Background: an optimization exercise with open tools, aiming at small area, a short achievable clock period and few clock cycles per item. Do not read the settings as production practice. At most, simulation tests tie the RTL to the original design; equivalence was not proved.

## keyhash
module keyhash (
    input  wire        clk,
    input  wire        rst_n,
    input  wire        req_valid,
    output wire        req_ready,
    input  wire [7:0]  req_ns,
    input  wire [7:0]  req_len,      
    input  wire        key_valid,
    output wire        key_ready,
    input  wire [31:0] key_data,
    output reg         res_valid,
    output wire [63:0] res_hash,
    output wire [15:0] res_fp
);
    localparam [31:0] IV0 = 32'h6a09e667, IV1 = 32'hbb67ae85,
                      IV2 = 32'h3c6ef372, IV3 = 32'ha54ff53a,
                      IV4 = 32'h510e527f, IV5 = 32'h9b05688c,
                      IV6 = 32'h1f83d9ab, IV7 = 32'h5be0cd19;
    reg         run;          
    reg [1:0]   st;           
    reg         rl;           
    reg         ok;           
    reg [5:0]   kc;           
    reg         ld;           
    reg         act;          
    reg         first;        
    reg         last;         
    reg         go;           
    reg [3:0]   wph;          
    reg [3:0]   bph;          
    reg [31:0]  a, b, c, d, e, f, g, h;
    reg [31:0]  p;            
    reg [31:0]  kreg;         
    reg [31:0]  W [0:15];     
    reg [31:0]  R  [0:3];     
    reg [31:0]  RE [0:3];     
    reg         fvalid;
    reg [7:0]   fns;
    reg [7:0]   fml;          
  ...
==> flow/config.mk <==
export PLATFORM = sky130hd
export DESIGN_NAME = keyhash
export DESIGN_NICKNAME = keyhash
export VERILOG_FILES = /design/flow/design.v
export SDC_FILE = /design/flow/constraint.sdc
export NUM_CORES = 4
export LEC_CHECK = 0
export ABC_CLOCK_PERIOD_IN_PS = 4500
export CAP_MARGIN = 20
export CORE_MARGIN = 2
export CORE_UTILIZATION = 40
export CTS_CLUSTER_DIAMETER = 100
export CTS_CLUSTER_SIZE = 20
export PLACE_DENSITY = 0.6
export SLEW_MARGIN = 20
==> flow/constraint.sdc <==
create_clock -name core_clock -period 15.0 [get_ports {clk}]
set_input_delay 3.0000 -clock core_clock [delete_from_list [all_inputs] [get_ports {clk}]]
set_output_delay 3.0000 -clock core_clock [all_outputs]
set_load 0.01 [all_outputs]
standard.sh (not shown) runs the stock make flow with config.mk's settings and CLKGATE_MAP_FILE= SYNTH_SCRIPT=/design/flow/synth_recipe.tcl, a recipe that flattens the netlist after the stock synthesis.
==> flow/flow/run.sh <==
#!/bin/bash
# The standard layout with three changes in how it is made (the SDC is unchanged):
#  - timing repair aims at a 5 ns period (SETUP_SLACK_MARGIN=10),
#  - the port buffers are buf_1 cells,
#  - after the standard synthesis, fix_inv.py removes inverter pairs that Yosys's
#    full-adder extraction leaves around full adders (registers are not touched).
# Each step's full output goes to a log file of its own in this folder.
set -euo pipefail
ARGS=(SETUP_SLACK_MARGIN=10.3 "BUFFER_PORTS_ARGS=-buffer_cell sky130_fd_sc_hd__buf_1")
RES=orfs/results/sky130hd/keyhash/base
bash standard.sh "${ARGS[@]}" synth > standard_synth.log 2>&1
cp "$RES/1_2_yosys.v" 1_2_yosys.standard.v
python3 flow/fix_inv.py 1_2_yosys.standard.v 1_2_yosys.fixed.v > fix_inv.log 2>&1
cp 1_2_yosys.fixed.v "$RES/1_2_yosys.v"
rm -f "$RES/1_synth.odb" "$RES/1_synth.sdc"
bash standard.sh "${ARGS[@]}" finish > standard_finish.log 2>&1
Other scripts of this flow, unchanged in this note and not shown: flow/flow/fix_inv.py
Testbench counts at the start, summed over its fixed seeds: cycles 236,508, keys 2,400.
Next try:
--- a/flow/design.v
+++ b/flow/design.v
@@ -21,23 +21,23 @@
     reg         rl;           
     reg         ok;           
     reg [5:0]   kc;           
     reg         ld;           
     reg         act;          
     reg         first;        
     reg         last;         
     reg         go;           
     reg [3:0]   wph;          
     reg [3:0]   bph;          
     reg [31:0]  a, b, c, d, e, f, g, h;
-    reg [31:0]  p;            
+    reg [31:0]  px, pa;       
     reg [31:0]  kreg;         
     reg [31:0]  W [0:15];     
     reg [31:0]  R  [0:3];     
     reg [31:0]  RE [0:3];     
     reg         fvalid;
     reg [7:0]   fns;
     reg [7:0]   fml;          
     reg [1:0]   fnb;          
     reg [5:0]   fg;           
     reg [5:0]   fkw;          
     reg         kwl;          
@@ -85,26 +85,25 @@
     assign req_ready = rr;
     assign key_ready = kr;
     wire req_hs = req_valid && rr;
     wire key_hs = key_valid && key_ready;
     assign res_hash = {R[3], R[2]};
     assign res_fp   = R[1][31:16];
     function [31:0] rotr(input [31:0] x, input integer n);
         rotr = (x >> n) | (x << (32 - n));
     endfunction
     reg  [31:0] S1;
     wire [31:0] S0 = rotr(a, 2) ^ rotr(a, 13) ^ rotr(a, 22);
-    reg  [31:0] CH;
     wire [31:0] MJ = (a & b) ^ (a & c) ^ (b & c);
-    wire [31:0] t_s  = p ^ S1 ^ CH;
-    wire [31:0] t_c  = ((p & S1) | (p & CH) | (S1 & CH)) << 1;
+    wire [31:0] t_s  = px ^ S1;
+    wire [31:0] t_c  = (pa | (px & S1)) << 1;
     wire [31:0] x_s  = t_s ^ t_c ^ d;
     wire [31:0] x_c  = ((t_s & t_c) | (t_s & d) | (t_c & d)) << 1;
     wire [31:0] e_n  = x_s + x_c;
     wire [31:0] u_s  = t_s ^ t_c ^ MJ;
     wire [31:0] u_c  = ((t_s & t_c) | (t_s & MJ) | (t_c & MJ)) << 1;
     wire [31:0] v_s  = u_s ^ u_c ^ S0;
     wire [31:0] v_c  = ((u_s & u_c) | (u_s & S0) | (u_c & S0)) << 1;
     wire [31:0] a_n  = v_s + v_c;
     wire [31:0] w14 = W[14], w1 = W[1];
     wire [31:0] ss1 = rotr(w14, 17) ^ rotr(w14, 19) ^ (w14 >> 10);
     wire [31:0] ss0 = rotr(w1, 7) ^ rotr(w1, 18) ^ (w1 >> 3);
@@ -117,35 +116,36 @@
             2'd0: begin iva = IV3; ive = IV7; end
             2'd1: begin iva = IV2; ive = IV6; end
             2'd2: begin iva = IV1; ive = IV5; end
             default: begin iva = IV0; ive = IV4; end
         endcase
     end
     wire        ivsel = first && !rl;
     wire        ivld  = rl ? first : nk;
     wire [31:0] ra = (ivsel ? iva : R[0]) + (rl ? 32'd0 : d);
     wire [31:0] re = (ivsel ? ive : RE[0]) + (rl ? 32'd0 : h);
     wire [31:0] e_nx = run ? e_n : (ivld ? ive : re);
+    wire [31:0] ch_nx = (e_nx & e) ^ (~e_nx & f);     
     integer i;
     always @(posedge clk) begin
         for (i = 0; i < 15; i = i + 1)
             W[i] <= W[i+1];
         W[15] <= w_in;
-        p <= p_n;
         if (run)
             a <= a_n;
         else
             a <= ivld ? iva : ra;
         e  <= e_nx;
         S1 <= rotr(e_nx, 6) ^ rotr(e_nx, 11) ^ rotr(e_nx, 25);
-        CH <= (e_nx & e) ^ (~e_nx & f);
+        px <= p_n ^ ch_nx;
+        pa <= p_n & ch_nx;
         b <= a; c <= b; d <= c;
         f <= e; g <= f; h <= g;
         R[0] <= R[1];   R[1] <= R[2];   R[2] <= R[3];
         RE[0] <= RE[1]; RE[1] <= RE[2]; RE[2] <= RE[3];
         R[3]  <= stepping ? ra : R[0];
         RE[3] <= stepping ? re : RE[0];
         if (key_hs)
             ir <= key_data;
         if (consume)
             carry <= ir[7:0];
         if (req_hs) begin
=> Non-clock buffer count grows by 25; cell count climbs by 0.85%; synthesized cell count rose by 0.63%; routed wire length came out higher by 0.98%; global-route usage stays flat; first-iteration DRC count drops by 8.4%; core utilization climbs by 0.59 points; fmax falls by 0.54%; synthesized area hardly moves; critical path depth goes up by 1.
Function not checked in the second run of this note: the RTL went through the layout flow alone.

* * *

before:
The RTL this note starts from:
==> flow/design.v <==
module keyhash (
    input  wire        clk,
    input  wire        rst_n,
    input  wire        req_valid,
    output wire        req_ready,
    input  wire [7:0]  req_ns,
    input  wire [7:0]  req_len,      
    input  wire        key_valid,
    output wire        key_ready,
    input  wire [31:0] key_data,
    output reg         res_valid,
    output wire [63:0] res_hash,
    output wire [15:0] res_fp
);
    localparam [31:0] IV0 = 32'h6a09e667, IV1 = 32'hbb67ae85,
                      IV2 = 32'h3c6ef372, IV3 = 32'ha54ff53a,
                      IV4 = 32'h510e527f, IV5 = 32'h9b05688c,
                      IV6 = 32'h1f83d9ab, IV7 = 32'h5be0cd19;
    reg         run;          
    reg [1:0]   st;           
    reg [5:0]   kc;           
    reg         ld;           
    reg         act;          
    reg         first;        
    reg         last;         
    reg         go;           
    reg [31:0]  a, b, c, d, e, f, g, h;
    reg [31:0]  p;            
    reg [31:0]  W [0:15];     
    reg [31:0]  R  [0:3];     
    reg [1:0]   rph;          
    reg [31:0]  RE [0:3];     
    reg         fvalid;
    reg [7:0]   fns;
    reg [7:0]   fml;          
    reg [1:0]   fnb;          
    reg [5:0]   fg;           
    reg [5:0]   fkw;          
    reg         kwl;          
    reg         kn;           
    reg [31:0]  ir;           
    reg         irv;
    reg [7:0]   carry;        
    reg [31:0] kk;
    always @(*) begin
        case (kc)
            6'd0:  kk = 32'h428a2f98; 6'd1:  kk = 32'h71374491;
            6'd2:  kk = 32'hb5c0fbcf; 6'd3:  kk = 32'he9b5dba5;
            6'd4:  kk = 32'h3956c25b; 6'd5:  kk = 32'h59f111f1;
            6'd6:  kk = 32'h923f82a4; 6'd7:  kk = 32'hab1c5ed5;
            6'd8:  kk = 32'hd807aa98; 6'd9:  kk = 32'h12835b01;
            6'd10: kk = 32'h243185be; 6'd11: kk = 32'h550c7dc3;
            6'd12: kk = 32'h72be5d74; 6'd13: kk = 32'h80deb1fe;
            6'd14: kk = 32'h9bdc06a7; 6'd15: kk = 32'hc19bf174;
            6'd16: kk = 32'he49b69c1; 6'd17: kk = 32'hefbe4786;
            6'd18: kk = 32'h0fc19dc6; 6'd19: kk = 32'h240ca1cc;
            6'd20: kk = 32'h2de92c6f; 6'd21: kk = 32'h4a7484aa;
            6'd22: kk = 32'h5cb0a9dc; 6'd23: kk = 32'h76f988da;
            6'd24: kk = 32'h983e5152; 6'd25: kk = 32'ha831c66d;
            6'd26: kk = 32'hb00327c8; 6'd27: kk = 32'hbf597fc7;
            6'd28: kk = 32'hc6e00bf3; 6'd29: kk = 32'hd5a79147;
            6'd30: kk = 32'h06ca6351; 6'd31: kk = 32'h14292967;
            6'd32: kk = 32'h27b70a85; 6'd33: kk = 32'h2e1b2138;
            6'd34: kk = 32'h4d2c6dfc; 6'd35: kk = 32'h53380d13;
            6'd36: kk = 32'h650a7354; 6'd37: kk = 32'h766a0abb;
            6'd38: kk = 32'h81c2c92e; 6'd39: kk = 32'h92722c85;
            6'd40: kk = 32'ha2bfe8a1; 6'd41: kk = 32'ha81a664b;
            6'd42: kk = 32'hc24b8b70; 6'd43: kk = 32'hc76c51a3;
            6'd44: kk = 32'hd192e819; 6'd45: kk = 32'hd6990624;
            6'd46: kk = 32'hf40e3585; 6'd47: kk = 32'h106aa070;
            6'd48: kk = 32'h19a4c116; 6'd49: kk = 32'h1e376c08;
            6'd50: kk = 32'h2748774c; 6'd51: kk = 32'h34b0bcb5;
            6'd52: kk = 32'h391c0cb3; 6'd53: kk = 32'h4ed8aa4a;
            6'd54: kk = 32'h5b9cca4f; 6'd55: kk = 32'h682e6ff3;
            6'd56: kk = 32'h748f82ee; 6'd57: kk = 32'h78a5636f;
            6'd58: kk = 32'h84c87814; 6'd59: kk = 32'h8cc70208;
            6'd60: kk = 32'h90befffa; 6'd61: kk = 32'ha4506ceb;
            6'd62: kk = 32'hbef9a3f7; default: kk = 32'hc67178f2;
        endcase
    end
    wire [5:0] mw    = fml[7:2];
    wire [1:0] mb    = fml[1:0];
    wire       w_lt  = (fg < mw);
    wire       w_eq  = (fg == mw);
    wire       w_len = (fg == {fnb, 4'hf});
    wire [5:0] fg1   = fg + 6'd1;
    wire [7:0] b0src = (fg == 6'd0) ? fns : carry;
    reg [31:0] msg;
    integer qq;
    always @(*) begin
        for (qq = 0; qq < 4; qq = qq + 1) begin
            if (w_lt || (w_eq && qq[1:0] < mb))
                msg[31-8*qq -: 8] = (qq == 0) ? b0src : ir[39-8*qq -: 8];
            else if (w_eq && qq[1:0] == mb)
                msg[31-8*qq -: 8] = 8'h80;
            else
                msg[31-8*qq -: 8] = 8'h00;
        end
        if (w_len)
            msg = {16'd0, 5'd0, fml, 3'd0};
    end
    wire s2      = !run && (st == 2'd2);
    wire s3      = !run && (st == 2'd3);
    wire sf      = ld || (s2 && fvalid) || (s3 && go);
    wire consume = sf && kn;              
    wire idle    = !run && (st == 2'd0) && !act && !fvalid;
    wire adv     = !(consume && !irv) && (run || (!idle && rph == st));
    wire nk      = !(act && !last);       
    reg kr, rr;                           
    assign req_ready = rr;
    assign key_ready = kr;
    wire req_hs = req_valid && rr;
    wire key_hs = key_valid && key_ready;
    assign res_hash = {R[3], R[2]};
    assign res_fp   = R[1][31:16];
    function [31:0] rotr(input [31:0] x, input integer n);
        rotr = (x >> n) | (x << (32 - n));
    endfunction
    wire [31:0] S1 = rotr(e, 6) ^ rotr(e, 11) ^ rotr(e, 25);
    wire [31:0] S0 = rotr(a, 2) ^ rotr(a, 13) ^ rotr(a, 22);
    wire [31:0] CH = (e & f) ^ (~e & g);
    wire [31:0] MJ = (a & b) ^ (a & c) ^ (b & c);
    wire [31:0] t_s  = p ^ CH ^ d;
    wire [31:0] t_c  = ((p & CH) | (p & d) | (CH & d)) << 1;
    wire [31:0] x_s  = t_s ^ t_c ^ S1;
    wire [31:0] x_c  = ((t_s & t_c) | (t_s & S1) | (t_c & S1)) << 1;
    wire [31:0] e_n  = x_s + x_c;
    wire [31:0] m_s  = p ^ CH ^ MJ;
    wire [31:0] m_c  = ((p & CH) | (p & MJ) | (CH & MJ)) << 1;
    wire [31:0] u_s  = m_s ^ m_c ^ S1;
    wire [31:0] u_c  = ((m_s & m_c) | (m_s & S1) | (m_c & S1)) << 1;
    wire [31:0] v_s  = u_s ^ u_c ^ S0;
    wire [31:0] v_c  = ((u_s & u_c) | (u_s & S0) | (u_c & S0)) << 1;
    wire [31:0] a_n  = v_s + v_c;
    wire [31:0] w14 = W[14], w1 = W[1];
    wire [31:0] ss1 = rotr(w14, 17) ^ rotr(w14, 19) ^ (w14 >> 10);
    wire [31:0] ss0 = rotr(w1, 7) ^ rotr(w1, 18) ^ (w1 >> 3);
    wire [31:0] wn  = ss1 + W[9] + ss0 + W[0];
    wire [31:0] w_in = sf ? msg : wn;
    wire [31:0] p_n = g + kk + W[15];
    reg [31:0] iva, ive;
    always @(*) begin
        case (st)
            2'd0: begin iva = IV3; ive = IV7; end
            2'd1: begin iva = IV2; ive = IV6; end
            2'd2: begin iva = IV1; ive = IV5; end
            default: begin iva = IV0; ive = IV4; end
        endcase
    end
    wire [31:0] ra = (first ? iva : R[0]) + d;
    wire [31:0] re = (first ? ive : RE[0]) + h;
    integer i;
    always @(posedge clk) begin
        if (adv) begin
            for (i = 0; i < 15; i = i + 1)
                W[i] <= W[i+1];
            W[15] <= w_in;
            p <= p_n;
            if (run) begin
                a <= a_n;
                e <= e_n;
            end else begin
                a <= nk ? iva : ra;
                e <= nk ? ive : re;
            end
            b <= a; c <= b; d <= c;
            f <= e; g <= f; h <= g;
        end
        R[0] <= R[1];   R[1] <= R[2];   R[2] <= R[3];
        RE[0] <= RE[1]; RE[1] <= RE[2]; RE[2] <= RE[3];
        R[3]  <= (adv && !run) ? ra : R[0];
        RE[3] <= (adv && !run) ? re : RE[0];
        if (key_hs)
            ir <= key_data;
        if (adv && consume)
            carry <= ir[7:0];
        if (req_hs) begin
            fns <= req_ns;
            fml <= req_len + 8'd1;
            fnb <= (req_len + 8'd9) >> 6;
        end
    end
    reg       run_n, act_n, ld_n, go_n, fvalid_n, kn_n, kwl_n, irv_n;
    reg [1:0] st_n;
    reg [5:0] fg_n, fkw_n;
    always @(*) begin
        run_n = run; st_n = st; act_n = act; ld_n = ld; go_n = go;
        fvalid_n = fvalid; fg_n = fg; kn_n = kn; fkw_n = fkw; kwl_n = kwl;
        irv_n = irv;
        if (adv) begin
            if (run) begin
                ld_n = (kc < 6'd14) && (kc != 6'd0);
                if (kc == 6'd0) begin
                    run_n = 1'b0;
                    st_n  = 2'd0;
                end
            end else begin
                st_n = st + 2'd1;
                if (s2)
                    go_n = fvalid;
                if (s3) begin
                    act_n = go;
                    run_n = go;
                    ld_n  = go;
                end
            end
        end
        if (req_hs) begin
            fvalid_n = 1'b1;
            fg_n     = 6'd0;
            kn_n     = (req_len != 8'd0);
        end else if (sf && adv) begin
            fg_n = fg1;
            kn_n = ({fg1, 2'b01} < {2'b00, fml});
            if (w_len)
                fvalid_n = 1'b0;
        end
        if (req_hs) begin
            fkw_n = (req_len + 8'd3) >> 2;
            kwl_n = (req_len != 8'd0);
        end else if (key_hs) begin
            fkw_n = fkw - 6'd1;
            kwl_n = (fkw != 6'd1);
        end
        if (key_hs)
            irv_n = 1'b1;
        else if (adv && consume)
            irv_n = 1'b0;
        if (!rst_n) begin
            run_n = 1'b0; st_n = 2'd0; act_n = 1'b0; ld_n = 1'b0;
            fvalid_n = 1'b0; irv_n = 1'b0;
        end
    end
    wire sf_n = ld_n || (!run_n && st_n == 2'd2 && fvalid_n) ||
                (!run_n && st_n == 2'd3 && go_n);
    wire kr_n = fvalid_n && kwl_n && (!irv_n || (sf_n && kn_n));
    always @(posedge clk) begin
        run <= run_n; st <= st_n; act <= act_n; ld <= ld_n; go <= go_n;
        fvalid <= fvalid_n; fg <= fg_n; kn <= kn_n; fkw <= fkw_n;
        kwl <= kwl_n; irv <= irv_n;
        kr <= kr_n;
        rph <= rst_n ? rph + 2'd1 : 2'd0;
        rr <= !fvalid_n;
        res_valid <= rst_n && adv && s3 && act && last;
        if (adv) begin
            kc <= run ? kc + 6'd1 : {5'd0, s3};
            if (s3) begin
                first <= (fg[5:4] == 2'd0);
                last  <= (fg[5:4] == fnb);
            end
        end
    end
endmodule
export LEC_CHECK = 0
export ABC_CLOCK_PERIOD_IN_PS = 4500
export CAP_MARGIN = 20
export CORE_MARGIN = 2
export CORE_UTILIZATION = 40
export PLACE_DENSITY = 0.6
export SLEW_MARGIN = 20
create_clock -name core_clock -period 15.0 [get_ports {clk}]
==> flow/flow/run.sh <==
#!/bin/bash
# Standard layout, with timing repair aimed at a 5 ns period (the SDC is unchanged).
set -euo pipefail
bash standard.sh SETUP_SLACK_MARGIN=10 finish > standard_finish.log 2>&1
Testbench counts of before, summed over its fixed seeds: cycles 236,508, keys 2,400.
Here is what was changed in the inputs of after compared with before.
-- flow/design.v --
<<< before, line 29
    reg [31:0]  W [0:15];     
    reg [31:0]  R  [0:3];     
    reg [1:0]   rph;          
    reg [31:0]  RE [0:3];     
    reg         fvalid;
>>> after, line 29
    reg [31:0]  W [0:15];     
    reg [31:0]  R  [0:3];     
    reg [31:0]  RE [0:3];     
    reg         fvalid;
<<< before, line 105
    wire consume = sf && kn;              
    wire idle    = !run && (st == 2'd0) && !act && !fvalid;
    wire adv     = !(consume && !irv) && (run || (!idle && rph == st));
    wire nk      = !(act && !last);       
    reg kr, rr;                           
>>> after, line 104
    wire consume = sf && kn;              
    wire idle    = !run && (st == 2'd0) && !act && !fvalid;
    wire adv     = !(consume && !irv) && !idle;
    wire nk      = !(act && !last);       
    reg kr, rr;                           
<<< before, line 163
                a <= nk ? iva : ra;
                e <= nk ? ive : re;
            end
            b <= a; c <= b; d <= c;
            f <= e; g <= f; h <= g;
        end
        R[0] <= R[1];   R[1] <= R[2];   R[2] <= R[3];
        RE[0] <= RE[1]; RE[1] <= RE[2]; RE[2] <= RE[3];
        R[3]  <= (adv && !run) ? ra : R[0];
        RE[3] <= (adv && !run) ? re : RE[0];
        if (key_hs)
            ir <= key_data;
>>> after, line 162
                a <= nk ? iva : ra;
                e <= nk ? ive : re;
                R[0] <= R[1];   R[1] <= R[2];   R[2] <= R[3];   R[3] <= ra;
                RE[0] <= RE[1]; RE[1] <= RE[2]; RE[2] <= RE[3]; RE[3] <= re;
            end
            b <= a; c <= b; d <= c;
            f <= e; g <= f; h <= g;
        end
        if (key_hs)
            ir <= key_data;
<<< before, line 240
        kwl <= kwl_n; irv <= irv_n;
        kr <= kr_n;
        rph <= rst_n ? rph + 2'd1 : 2'd0;
        rr <= !fvalid_n;
        res_valid <= rst_n && adv && s3 && act && last;
>>> after, line 237
        kwl <= kwl_n; irv <= irv_n;
        kr <= kr_n;
        rr <= !fvalid_n;
        res_valid <= rst_n && adv && s3 && act && last;
==> comparison <==
Looking at sequential share of layout area, after sits 1.3 points higher than before does.
Post-route cell area (after vs. before) increases by a few percent
The fraction of area in clock buffers and inverters of after and that of before are within noise of each other.
On non-clock inverter instance count of the final layout: between before and after, it ends up lower for after.
Via count delta for after relative to before: 155 higher
In after, arrival time at the worst endpoint is higher than in before.
For after, only the layout was checked, not whether the RTL still works.

[static timing again, ports no longer ideal]
How much do the figures lean on ideal ports? The routed layouts below were timed once more, with nothing changed but the port constraints. Step 1: set_driving_cell puts a clkbuf_16 on clk and a buf_2 on each other input, an assumption about the parent block. Step 2 also shifts input and output timing later by t, the mid clock arrival at the registers, as if the neighbouring blocks saw the same clock. Slacks: ideal ports / drivers / drivers and shift; pairs: ideal ports / drivers.
| run | shift t [ns] | setup WS [ns] | pins driven straight from the clock port |
|---|---|---|---|
| the first run of note 1 | 0.775 | 10.389 / 10.389 / 9.931 | 1 |
| the second run of note 1 | 0.764 | 10.364 / 10.364 / 9.796 | 1 |
| before | 0.807 | 10.105 / 10.105 / 9.689 | 1 |
| after | 0.825 | 9.951 / 9.951 / 9.547 | 1 |
After both steps every run listed still meets setup and hold. The setup slack of the second run of note 1, which loses most, moves by 0.000 ns with the drivers and by -0.568 ns with both steps.
